From an optimization exercise on the open Yosys and OpenROAD flow, aimed at small area, a short achievable clock period and few clock cycles; shortcuts taken in it are not production practice. Function was checked by simulation only, so behaviour that the tests miss may differ from the original.

**flow/config.mk**
```make
export PLATFORM = sky130hd
export DESIGN_NAME = kz_imgdigest
export DESIGN_NICKNAME = kz_imgdigest
export VERILOG_FILES = /design/flow/design.v
export SDC_FILE = /design/flow/constraint.sdc
export NUM_CORES = 4
export LEC_CHECK = 0
export CAP_MARGIN = 20
export CORE_MARGIN = 2
export CORE_UTILIZATION = 40
export SLEW_MARGIN = 20
```
**flow/design.v**
```verilog
module kz_imgdigest (
    input  wire         clk,
    input  wire         rst,         
    input  wire         in_valid,
    output wire         in_ready,
    input  wire [35:0]  in_w0,       
    input  wire [35:0]  in_w1,       
    input  wire         in_last,     
    output reg          out_valid,   
    output wire [255:0] digest       
);
    function [31:0] rotr(input [31:0] x, input integer n);
        rotr = (x >> n) | (x << (32 - n));
    endfunction
    function [31:0] bsig0(input [31:0] x);
        bsig0 = rotr(x, 2) ^ rotr(x, 13) ^ rotr(x, 22);
    endfunction
    function [31:0] bsig1(input [31:0] x);
        bsig1 = rotr(x, 6) ^ rotr(x, 11) ^ rotr(x, 25);
    endfunction
    function [31:0] ssig0(input [31:0] x);
        ssig0 = rotr(x, 7) ^ rotr(x, 18) ^ (x >> 3);
    endfunction
    function [31:0] ssig1(input [31:0] x);
        ssig1 = rotr(x, 17) ^ rotr(x, 19) ^ (x >> 10);
    endfunction
    wire [5:0]  kidx;
    reg  [31:0] kt;
    always @* begin
        case (kidx)
            6'd0:  kt = 32'h428a2f98; 6'd1:  kt = 32'h71374491;
            6'd2:  kt = 32'hb5c0fbcf; 6'd3:  kt = 32'he9b5dba5;
            6'd4:  kt = 32'h3956c25b; 6'd5:  kt = 32'h59f111f1;
            6'd6:  kt = 32'h923f82a4; 6'd7:  kt = 32'hab1c5ed5;
            6'd8:  kt = 32'hd807aa98; 6'd9:  kt = 32'h12835b01;
            6'd10: kt = 32'h243185be; 6'd11: kt = 32'h550c7dc3;
            6'd12: kt = 32'h72be5d74; 6'd13: kt = 32'h80deb1fe;
            6'd14: kt = 32'h9bdc06a7; 6'd15: kt = 32'hc19bf174;
            6'd16: kt = 32'he49b69c1; 6'd17: kt = 32'hefbe4786;
            6'd18: kt = 32'h0fc19dc6; 6'd19: kt = 32'h240ca1cc;
            6'd20: kt = 32'h2de92c6f; 6'd21: kt = 32'h4a7484aa;
            6'd22: kt = 32'h5cb0a9dc; 6'd23: kt = 32'h76f988da;
            6'd24: kt = 32'h983e5152; 6'd25: kt = 32'ha831c66d;
            6'd26: kt = 32'hb00327c8; 6'd27: kt = 32'hbf597fc7;
            6'd28: kt = 32'hc6e00bf3; 6'd29: kt = 32'hd5a79147;
            6'd30: kt = 32'h06ca6351; 6'd31: kt = 32'h14292967;
            6'd32: kt = 32'h27b70a85; 6'd33: kt = 32'h2e1b2138;
            6'd34: kt = 32'h4d2c6dfc; 6'd35: kt = 32'h53380d13;
            6'd36: kt = 32'h650a7354; 6'd37: kt = 32'h766a0abb;
            6'd38: kt = 32'h81c2c92e; 6'd39: kt = 32'h92722c85;
            6'd40: kt = 32'ha2bfe8a1; 6'd41: kt = 32'ha81a664b;
            6'd42: kt = 32'hc24b8b70; 6'd43: kt = 32'hc76c51a3;
            6'd44: kt = 32'hd192e819; 6'd45: kt = 32'hd6990624;
            6'd46: kt = 32'hf40e3585; 6'd47: kt = 32'h106aa070;
            6'd48: kt = 32'h19a4c116; 6'd49: kt = 32'h1e376c08;
            6'd50: kt = 32'h2748774c; 6'd51: kt = 32'h34b0bcb5;
            6'd52: kt = 32'h391c0cb3; 6'd53: kt = 32'h4ed8aa4a;
            6'd54: kt = 32'h5b9cca4f; 6'd55: kt = 32'h682e6ff3;
            6'd56: kt = 32'h748f82ee; 6'd57: kt = 32'h78a5636f;
            6'd58: kt = 32'h84c87814; 6'd59: kt = 32'h8cc70208;
            6'd60: kt = 32'h90befffa; 6'd61: kt = 32'ha4506ceb;
            6'd62: kt = 32'hbef9a3f7; default: kt = 32'hc67178f2;
        endcase
    end
    localparam [255:0] IV = {
        32'h6a09e667, 32'hbb67ae85, 32'h3c6ef372, 32'ha54ff53a,
        32'h510e527f, 32'h9b05688c, 32'h1f83d9ab, 32'h5be0cd19
    };
    localparam [1:0] P_RECV = 2'd0,    
                     P_PAD  = 2'd1,    
                     P_LEN  = 2'd2,    
                     P_WAIT = 2'd3;    
    reg  [575:0] sbuf;         
    reg  [6:0]   cnt;          
    reg  [1:0]   pst;
    reg  [23:0]  npairs;       
    reg          first_pend;   
    reg          final_pend;   
    wire [63:0]  bitlen = {34'd0, npairs, 6'd0} + {37'd0, npairs, 3'd0};
    wire core_idle;
    wire core_done;            
    reg  core_fin;             
    wire blk_full = (cnt >= 7'd64);
    wire launch   = blk_full && core_idle;
    assign in_ready = (pst == P_RECV) && !blk_full;
    wire   accept   = in_valid && in_ready;
    always @(posedge clk) begin
        if (rst) begin
            sbuf       <= 576'd0;
            cnt        <= 7'd0;
            pst        <= P_RECV;
            npairs     <= 24'd0;
            first_pend <= 1'b1;
            final_pend <= 1'b0;
        end else begin
            if (launch) begin
                sbuf       <= sbuf << 512;
                cnt        <= cnt - 7'd64;
                first_pend <= 1'b0;
                final_pend <= 1'b0;
            end else if (accept) begin
                sbuf   <= sbuf | ({in_w0, in_w1, 504'd0} >> (8 * cnt));
                cnt    <= cnt + 7'd9;
                npairs <= npairs + 24'd1;
                if (in_last)
                    pst <= P_PAD;
            end else if (pst == P_PAD && !blk_full) begin
                if (cnt <= 7'd55) begin
                    sbuf <= sbuf | ({8'h80, 568'd0} >> (8 * cnt))
                                 | {448'd0, bitlen, 64'd0};
                    final_pend <= 1'b1;
                    pst        <= P_WAIT;
                end else begin
                    sbuf <= sbuf | ({8'h80, 568'd0} >> (8 * cnt));
                    pst  <= P_LEN;
                end
                cnt <= 7'd64;
            end else if (pst == P_LEN && !blk_full) begin
                sbuf       <= sbuf | {448'd0, bitlen, 64'd0};
                cnt        <= 7'd64;
                final_pend <= 1'b1;
                pst        <= P_WAIT;
            end
            if (pst == P_WAIT && core_done && core_fin) begin
                pst        <= P_RECV;
                npairs     <= 24'd0;
                first_pend <= 1'b1;
            end
        end
    end
    reg  [31:0] H0, H1, H2, H3, H4, H5, H6, H7;
    reg  [31:0] va, vb, vc, vd, ve, vf, vg, vh;
    reg  [31:0] W [0:15];
    reg  [6:0]  rnd;
    reg         busy;
    assign kidx = rnd[5:0];
    assign core_idle = !busy;
    assign core_done = busy && (rnd == 7'd64);
    wire [31:0] ch  = (ve & vf) ^ (~ve & vg);
    wire [31:0] maj = (va & vb) ^ (va & vc) ^ (vb & vc);
    wire [31:0] t1  = vh + bsig1(ve) + ch + kt + W[0];
    wire [31:0] t2  = bsig0(va) + maj;
    wire [31:0] wnext = ssig1(W[14]) + W[9] + ssig0(W[1]) + W[0];
    integer i;
    always @(posedge clk) begin
        if (rst) begin
            busy      <= 1'b0;
            rnd       <= 7'd0;
            core_fin  <= 1'b0;
            out_valid <= 1'b0;
        end else begin
            out_valid <= 1'b0;
            if (launch) begin
                for (i = 0; i < 16; i = i + 1)
                    W[i] <= sbuf[575 - 32 * i -: 32];
                if (first_pend) begin
                    {H0, H1, H2, H3, H4, H5, H6, H7} <= IV;
                    {va, vb, vc, vd, ve, vf, vg, vh} <= IV;
                end else begin
                    {va, vb, vc, vd, ve, vf, vg, vh} <=
                        {H0, H1, H2, H3, H4, H5, H6, H7};
                end
                busy     <= 1'b1;
                rnd      <= 7'd0;
                core_fin <= final_pend;
            end else if (busy) begin
                if (rnd != 7'd64) begin
                    vh <= vg;
                    vg <= vf;
                    vf <= ve;
                    ve <= vd + t1;
                    vd <= vc;
                    vc <= vb;
                    vb <= va;
                    va <= t1 + t2;
                    for (i = 0; i < 15; i = i + 1)
                        W[i] <= W[i + 1];
                    W[15] <= wnext;
                    rnd   <= rnd + 7'd1;
                end else begin
                    H0 <= H0 + va;
                    H1 <= H1 + vb;
                    H2 <= H2 + vc;
                    H3 <= H3 + vd;
                    H4 <= H4 + ve;
                    H5 <= H5 + vf;
                    H6 <= H6 + vg;
                    H7 <= H7 + vh;
                    busy      <= 1'b0;
                    out_valid <= core_fin;
                end
            end
        end
    end
    assign digest = {H0, H1, H2, H3, H4, H5, H6, H7};
endmodule
```
**flow/constraint.sdc**
```tcl
create_clock -name core_clock -period 10.0 [get_ports {clk}]
set_input_delay 2.0000 -clock core_clock [delete_from_list [all_inputs] [get_ports {clk}]]
set_output_delay 2.0000 -clock core_clock [all_outputs]
set_load 0.01 [all_outputs]
```
**flow/run.sh**
```bash
#!/bin/bash
# synth_recipe.tcl (not shown) runs the flow's synth.tcl, then flattens the netlist and writes it again
# the make line also repeats each setting of config.mk as NAME=value (left out here)
make -C /OpenROAD-flow-scripts/flow DESIGN_CONFIG=/design/flow/config.mk WORK_HOME=/design/flow/orfs CLKGATE_MAP_FILE= SYNTH_SCRIPT=/design/flow/synth_recipe.tcl finish
```
==> results.cfg <==
[drt]
detail-route-antenna-nets = 0
via_per_inst = 5.900
dr.pass1.iters = 6
drc_errors = 0
routed_wirelength_um = 384000
routedWlPerCell_um = 26.74
total_number_of_vias = 84740
dr.first_iter.drc_count = 11130

[clock_network]
ctsHoldBuffers = 0
clkTransAtPathRegs_ns = 0.06
clk_latency_worst_skew_pair_ns = 0.88
tritoncts_num_sinks = 1677
maximum_root_to_sink_buffer_count = 3
clock_tree.root_cell = sky130_fd_sc_hd__clkbuf_16
post_cts.resized_instances = 0
tritoncts = built
setup_fix_bufs_post_cts = 0
cts_made_buffers = 189
cts.htree.levels = 4

[timing]
final-setup-viol-count = 0
period_minus_slack_ns = 8.444
hold-worst-slack_ns = 0.4578
worst_slew_pin_tran_ns = 1.294
report.final.hold_viol_count = 0
post-route-period-util = 0.8444
timing.final.max_slew_violations = 0
fin_skew_ns = 0.07304
slew_headroom = 0.1374
unrepaired_setup_endpoints_after_global_routing = no
max_clock_freq_mhz = 118.4
timing.final.ws_setup_ns = 1.556

[finish]
filler_cell_count = 22950
layout.cells.most_common_list = sky130_fd_sc_hd__nand2_1, sky130_fd_sc_hd__nor2_1, sky130_fd_sc_hd__edfxtp_1
largestRegisters = sbuf x576, W x512
flip_flop_count_of_the_largest_register_all_copies_and_words_added = 576
layout.cell_area.non_filler_um2 = 109700
share_of_layout_cells_above_drive_strength_1 = 0.05147
largest-register = sbuf
finish.net_count = 11700
area_delta_synth_final_pct = 13.08
layout_commonest_cell = sky130_fd_sc_hd__nand2_1

[placed_design]
dp_worst_setup_slack_ns = 1.486
dp_hpwl_um = 277000
placedInstanceArea_um2 = 103400
final_weighted_congestion_of_routability_driven_global_placement = 0.9846
numPortBuffers = 333

[synth]
mappedNetlistArea_um2 = 96970
synth_enable_flop_cells = 1024
synth_fp_nets = 11620
synthDominantAreaCellType = sky130_fd_sc_hd__edfxtp_1
seq_area_frac_synth = 0.4519
post_syn_area_per_cell_um2 = 8.871
synth_cells = 10930
synth-async-reset-ratio = 0
distinct_cells_synth = 98
ys.warnings.count = 2
synth_largest_type_area_fraction = 0.3171
synth-main-ff-cell = sky130_fd_sc_hd__edfxtp_1
synthTopCellsByArea = sky130_fd_sc_hd__edfxtp_1, sky130_fd_sc_hd__dfxtp_1, sky130_fd_sc_hd__nand2_1
ys_ff_latch = 1677

[hold_path]
timing.hold.worst.start = final_pend
hold_path_class = reg2reg

[global_routing]
grt_start_max_net_pins = 210
grt_pass1_wl_um = 549800
number_of_global_route_vias_before_repair = 79480
antenna_found_initial = 14
track_usage = 0.3014
total_congestion_overflow = 0

[floorplan]
fp.dieArea_um2 = 246400
initial_core_util = 0.4028
die_h_um = 496.4
floorplan.io_pins = 334
floorplan.core_area_um2 = 240800
die-width_um = 496.4
placementRows = 180

[worst_setup_path]
worst_path_slowest_cell = sky130_fd_sc_hd__a211oi_1
critical_path.reg2reg.startpoint = ve[0]
cpPeakStageDelay_ns = 0.56
launching_instance_or_port_of_the_critical_path = ve[0]
critical_path_peak_fanout = 6
worstPathArrival_ns = 9.01
start_kind = flop
critical_path_class = reg2reg
cp-end-kind = flop
required_time_worst_endpoint_ns = 10.57

[job]
max_cap_viol_count = 0

[status]
run_status = no timing/DRC/antenna violations
## metrics by stage
stage                       util  std cells  TNS (ns)
after global placement    0.4293      14000         0
after global routing      0.4554      14360         0
after detailed placement  0.4294      14000         0
after floorplan                -      10930  -8385.80
after CTS                 0.4554      14360         0
final                     0.4555      14360         0
## cell type report
cell class | instances | area [um2] | share of cell area
clock inverter | 105 | 1085 | 0.009893
inverter | 452 | 1697 | 0.01547
clock buffer | 247 | 5174 | 0.04718
timing repair buffer | 471 | 4491 | 0.04095
multi-input combinational | 8220 | 49380 | 0.4503
sequential | 1677 | 43830 | 0.3997
tap | 3185 | 3985 | 0.03634
antenna | 5 | 12.51 | 0.0001141
## cells in the mapped netlist (119+ instances only)
master                     number
sky130_fd_sc_hd__a21o_1       228
sky130_fd_sc_hd__a21oi_1      914
sky130_fd_sc_hd__a31oi_1      121
sky130_fd_sc_hd__clkbuf_1     518
sky130_fd_sc_hd__dfxtp_1      653
sky130_fd_sc_hd__edfxtp_1    1024
sky130_fd_sc_hd__fa_1         196
sky130_fd_sc_hd__ha_1         421
sky130_fd_sc_hd__inv_1        444
sky130_fd_sc_hd__nand2_1     2392
sky130_fd_sc_hd__nand3_1      119
sky130_fd_sc_hd__nor2_1      1244
sky130_fd_sc_hd__nor3_1       135
sky130_fd_sc_hd__o21ai_0      640
sky130_fd_sc_hd__xnor2_1      387
sky130_fd_sc_hd__xor2_1       228
## logic make-up (layout without fill, tap and decap cells)
family          Yosys count  in the layout  share of synthesized area
buf+inv                1034           1275                    0.04050
flops                  1677           1677                     0.4519
fa+ha+maj               620            620                    0.09509
compound gates         2613           2613                     0.1644
xor+xnor                616            616                    0.05571
other cells               0              5                          0
simple gates           4217           4217                     0.1758
mux                     154            154                    0.01663
## routing by layer
metal / routed length, um / up-vias / part of all wire / global-route usage
met4: 17310 / 6 / 0.045 / 0.1209
met5: 38 / - / 0.000099 / 0
met3: 38250 / 787 / 0.10 / 0.05981
li1: - / 37960 / - / -
met2: 167500 / 4623 / 0.44 / 0.4588
met1: 160800 / 41360 / 0.42 / 0.4194
## critical path: cells and delay by family (launching register included)
kind	cells	cell delay, ns
buf+inv	5	0.41
flops	1	0.51
xor+xnor	1	0.16
compound gates	13	2.91
mux	1	0.41
simple gates	5	1.06
fa+ha+maj	7	2.71
## worst paths after layout
kind                                 end  slack (ns)  cells after the start
worst min register to register  core_fin        0.46                      2
worst max register to register    va[28]        1.56                     32
worst min-delay path            core_fin        0.46                      2
worst max-delay path              va[28]        1.56                     32
Testbench counts, summed over its fixed seeds: cycles 101,834.

[separate check: timing with driven ports]
Ports are ideal in the flow. The routed layout listed here was re-timed in OpenROAD.
Step 1: set_driving_cell puts a clkbuf_16 on clk and a buf_2 on each other input, an assumption about the parent block.
Step 2 adds t to the input delays and takes it off the output delays; t is the mean of the earliest and latest rising clock arrival at the registers after step 1. Input paths then give back, and output paths get back, about the clock's delay inside the block.
Slacks: ideal / step 1 / step 2; pairs: ideal / step 1.
t, ns: 0.948
slack for setup (ns): 1.556 / 1.556 / 1.556
worst hold slack (ns): 0.458 / 0.458 / 0.458
slew at the worst register clock pin (ns): 0.07 / 0.07
After both steps this run still meets setup and hold. The setup slack of this run moves by 0.000 ns with the drivers and by 0.000 ns with both steps.
